Source: an optimization exercise on an open RTL-to-GDS flow (aim: small area). Production flows keep margins and buffers that such runs may drop. The RTL was checked by simulation tests, not by an equivalence proof against the original design. Power and IR drop assume default switching activity.

==> run a <==
// pdm_cic_bank
module pdm_cic_bank (
    input  wire        clk,
    input  wire        rst,
    input  wire        ratio,       
    input  wire        bit_valid,
    input  wire [15:0] bits,
    output reg         out_valid,
    output wire [3:0]  out_ch,
    output wire [31:0] out_data
);
make LEC_CHECK=0 ABC_AREA=1 CAP_MARGIN=20 CORE_MARGIN=2 CORE_UTILIZATION=60 CTS_BUF_LIST=sky130_fd_sc_hd__clkbuf_8 CTS_CLUSTER_DIAMETER=80 CTS_CLUSTER_SIZE=20 SLEW_MARGIN=20 finish   # period 20.0 ns
run.sh (not shown) runs the stock make flow with config.mk's settings and CLKGATE_MAP_FILE= SYNTH_SCRIPT=/design/flow/synth_recipe.tcl, a recipe that flattens the netlist after the stock synthesis.
==> run b: changes against run a <==
--- a/flow/design.v
+++ b/flow/design.v
@@ -5,13 +5,13 @@
     input  wire        bit_valid,
     input  wire [15:0] bits,
     output reg         out_valid,
     output wire [3:0]  out_ch,
     output wire [31:0] out_data
 );
-  localparam SW = 117;
+  localparam SW = 118;
   reg  [2:0]  phase;       
   reg         clr;         
   reg         act;         
   reg  [2:0]  acnt;
   reg  [15:0] blat;        
   reg  [4:0]  icur;        
@@ -118,32 +118,32 @@
   assign c4[13] = 64'h31e0000000000000 >> cidx;
   assign c4[14] = 64'h3e00000000000000 >> cidx;
   assign c4[15] = 64'hc000000000000000 >> cidx;
   wire [SW-1:0] head_a = ring_a[SW-1:0];
   wire [SW-1:0] head_b = ring_b[SW-1:0];
   wire [SW-1:0] new_a, new_b;
-  wire [24:0] base_a0 = clr ? (ratio ? 25'd0 : 25'd0) : shift ? head_a[49:25] : head_a[24:0];
-  cic_rca #(.W(25), .C(16)) u_add_a0 (.a(base_a0), .b(ba ? c0 : 16'd0), .s(new_a[24:0]));
-  wire [24:0] base_a1 = clr ? (ratio ? 25'd16588720 : 25'd516536) : shift ? head_a[74:50] : head_a[49:25];
-  cic_rca #(.W(25), .C(19)) u_add_a1 (.a(base_a1), .b(ba ? c1 : 19'd0), .s(new_a[49:25]));
-  wire [24:0] base_a2 = clr ? (ratio ? 25'd12507632 : 25'd374552) : shift ? {2'd0, head_a[97:75]} : head_a[74:50];
-  cic_rca #(.W(25), .C(20)) u_add_a2 (.a(base_a2), .b(ba ? c2 : 20'd0), .s(new_a[74:50]));
-  wire [22:0] base_a3 = clr ? (ratio ? 23'd3308816 : 23'd89768) : shift ? {4'd0, head_a[116:98]} : head_a[97:75];
-  cic_rca #(.W(23), .C(19)) u_add_a3 (.a(base_a3), .b(ba ? c3 : 19'd0), .s(new_a[97:75]));
-  wire [18:0] base_a4 = clr ? (ratio ? 19'd100688 : 19'd2184) : shift ? 19'd0 : head_a[116:98];
-  cic_rca #(.W(19), .C(16)) u_add_a4 (.a(base_a4), .b(ba ? c4 : 16'd0), .s(new_a[116:98]));
-  wire [24:0] base_b0 = clr ? (ratio ? 25'd0 : 25'd0) : shift ? head_b[49:25] : head_b[24:0];
-  cic_rca #(.W(25), .C(16)) u_add_b0 (.a(base_b0), .b(bb ? c0 : 16'd0), .s(new_b[24:0]));
-  wire [24:0] base_b1 = clr ? (ratio ? 25'd16588720 : 25'd516536) : shift ? head_b[74:50] : head_b[49:25];
-  cic_rca #(.W(25), .C(19)) u_add_b1 (.a(base_b1), .b(bb ? c1 : 19'd0), .s(new_b[49:25]));
-  wire [24:0] base_b2 = clr ? (ratio ? 25'd12507632 : 25'd374552) : shift ? {2'd0, head_b[97:75]} : head_b[74:50];
-  cic_rca #(.W(25), .C(20)) u_add_b2 (.a(base_b2), .b(bb ? c2 : 20'd0), .s(new_b[74:50]));
-  wire [22:0] base_b3 = clr ? (ratio ? 23'd3308816 : 23'd89768) : shift ? {4'd0, head_b[116:98]} : head_b[97:75];
-  cic_rca #(.W(23), .C(19)) u_add_b3 (.a(base_b3), .b(bb ? c3 : 19'd0), .s(new_b[97:75]));
-  wire [18:0] base_b4 = clr ? (ratio ? 19'd100688 : 19'd2184) : shift ? 19'd0 : head_b[116:98];
-  cic_rca #(.W(19), .C(16)) u_add_b4 (.a(base_b4), .b(bb ? c4 : 16'd0), .s(new_b[116:98]));
+  wire [25:0] base_a0 = clr ? (ratio ? 26'd0 : 26'd0) : shift ? {1'd0, head_a[50:26]} : head_a[25:0];
+  cic_rca #(.W(26), .C(16)) u_add_a0 (.a(base_a0), .b(ba ? c0 : 16'd0), .s(new_a[25:0]));
+  wire [24:0] base_a1 = clr ? (ratio ? 25'd16588720 : 25'd516536) : shift ? head_a[75:51] : head_a[50:26];
+  cic_rca #(.W(25), .C(19)) u_add_a1 (.a(base_a1), .b(ba ? c1 : 19'd0), .s(new_a[50:26]));
+  wire [24:0] base_a2 = clr ? (ratio ? 25'd12507632 : 25'd374552) : shift ? {2'd0, head_a[98:76]} : head_a[75:51];
+  cic_rca #(.W(25), .C(20)) u_add_a2 (.a(base_a2), .b(ba ? c2 : 20'd0), .s(new_a[75:51]));
+  wire [22:0] base_a3 = clr ? (ratio ? 23'd3308816 : 23'd89768) : shift ? {4'd0, head_a[117:99]} : head_a[98:76];
+  cic_rca #(.W(23), .C(19)) u_add_a3 (.a(base_a3), .b(ba ? c3 : 19'd0), .s(new_a[98:76]));
+  wire [18:0] base_a4 = clr ? (ratio ? 19'd100688 : 19'd2184) : shift ? 19'd0 : head_a[117:99];
+  cic_rca #(.W(19), .C(16)) u_add_a4 (.a(base_a4), .b(ba ? c4 : 16'd0), .s(new_a[117:99]));
+  wire [25:0] base_b0 = clr ? (ratio ? 26'd0 : 26'd0) : shift ? {1'd0, head_b[50:26]} : head_b[25:0];
+  cic_rca #(.W(26), .C(16)) u_add_b0 (.a(base_b0), .b(bb ? c0 : 16'd0), .s(new_b[25:0]));
+  wire [24:0] base_b1 = clr ? (ratio ? 25'd16588720 : 25'd516536) : shift ? head_b[75:51] : head_b[50:26];
+  cic_rca #(.W(25), .C(19)) u_add_b1 (.a(base_b1), .b(bb ? c1 : 19'd0), .s(new_b[50:26]));
+  wire [24:0] base_b2 = clr ? (ratio ? 25'd12507632 : 25'd374552) : shift ? {2'd0, head_b[98:76]} : head_b[75:51];
+  cic_rca #(.W(25), .C(20)) u_add_b2 (.a(base_b2), .b(bb ? c2 : 20'd0), .s(new_b[75:51]));
+  wire [22:0] base_b3 = clr ? (ratio ? 23'd3308816 : 23'd89768) : shift ? {4'd0, head_b[117:99]} : head_b[98:76];
+  cic_rca #(.W(23), .C(19)) u_add_b3 (.a(base_b3), .b(bb ? c3 : 19'd0), .s(new_b[98:76]));
+  wire [18:0] base_b4 = clr ? (ratio ? 19'd100688 : 19'd2184) : shift ? 19'd0 : head_b[117:99];
+  cic_rca #(.W(19), .C(16)) u_add_b4 (.a(base_b4), .b(bb ? c4 : 16'd0), .s(new_b[117:99]));
   always @(posedge clk) begin
     ring_a <= {new_a, ring_a[SW*8-1:SW]};
     ring_b <= {new_b, ring_b[SW*8-1:SW]};
     if (bit_valid) blat <= bits;
     if (rst) begin
       phase <= 3'd0;
@@ -175,16 +175,14 @@
           owait <= 1'b0;
           out_valid <= 1'b1;
         end
       end
     end
   end
-  wire [SW-1:0] head_o = ohalf ? head_b : head_a;
-  wire [24:0] u0l = head_o[24:0];
-  wire        u0h = ratio && (u0l == 25'd0) && head_o[49];
-  wire [31:0] us = ratio ? {3'd0, u0h, u0l, 3'd0} : {3'd0, u0l[20:0], 8'd0};
+  wire [25:0] u0 = ohalf ? head_b[25:0] : head_a[25:0];
+  wire [31:0] us = ratio ? {3'd0, u0, 3'd0} : {3'd0, u0[20:0], 8'd0};
   assign out_data = us - 32'h0800_0000;
   assign out_ch   = {ohalf, phase};
 endmodule
 module cic_rca #(parameter W = 8, parameter C = 4) (
     input  wire [W-1:0] a,
     input  wire [C-1:0] b,
- CORE_UTILIZATION: 60 -> 40
- CTS_BUF_LIST: sky130_fd_sc_hd__clkbuf_8 -> sky130_fd_sc_hd__clkbuf_4
- CTS_CLUSTER_DIAMETER: 80 -> unset
- CTS_CLUSTER_SIZE: 20 -> 30
==> comparison table <==
                                                                            run a                    run b
Run status                                                complete, no violations  complete, no violations
Number of clock sinks                                                        1905                     1921
Pin count of the biggest net entering global routing                          140                       70
Site Rows                                                                     107                      131
Area used by multi-input combinational logic                          10700 sq um              10800 sq um
Non-clock buffer share of cell area                                         1.52%                    1.37%
Ratio of total power to cell area                                     119 nW/um^2              134 nW/um^2
Overall Global Routing Usage                                                24.3%                    17.6%
CP required                                                              20.73 ns                 21.09 ns
Number of CTS-inserted buffers                                                106                      442
Share of the final layout cell area in multi-input gates                    19.8%                    18.3%
FF-to-FF setup slack                                                      9.36 ns                  8.28 ns
Routed length on met2                                                     44.3 mm                  50.7 mm
Final Instance Area                                                   54200 sq um              59100 sq um

## separate check: timing with driven ports
No port has a modelled driver above. Below, the same layouts with a new extraction and two added sets of constraints. Step 1 (the two cells are an assumption about what drives the block):
set clk [get_ports {clk}]
set_driving_cell -lib_cell sky130_fd_sc_hd__clkbuf_16 $clk
set_driving_cell -lib_cell sky130_fd_sc_hd__buf_2 [delete_from_list [all_inputs] $clk]
Step 2 times the ports against the registers' clock, not the clock port: input delays grow and output delays shrink by t, the midpoint of the rising clock arrivals with the driver on. a / b / c = ideal / step 1 / step 2; a / b = the first two.
| run | t, ns | slack for setup (ns) | worst setup path after step 2 |
|---|---|---|---|
| run a | 0.835 | 6.980 / 7.016 / 6.181 | input to register |
| run b | 1.250 | 7.317 / 7.362 / 6.111 | input to register |
After both steps setup and hold are still met in every run listed. The setup slack of run b, which loses most, moves by +0.045 ns with the drivers and by -1.206 ns with both steps.
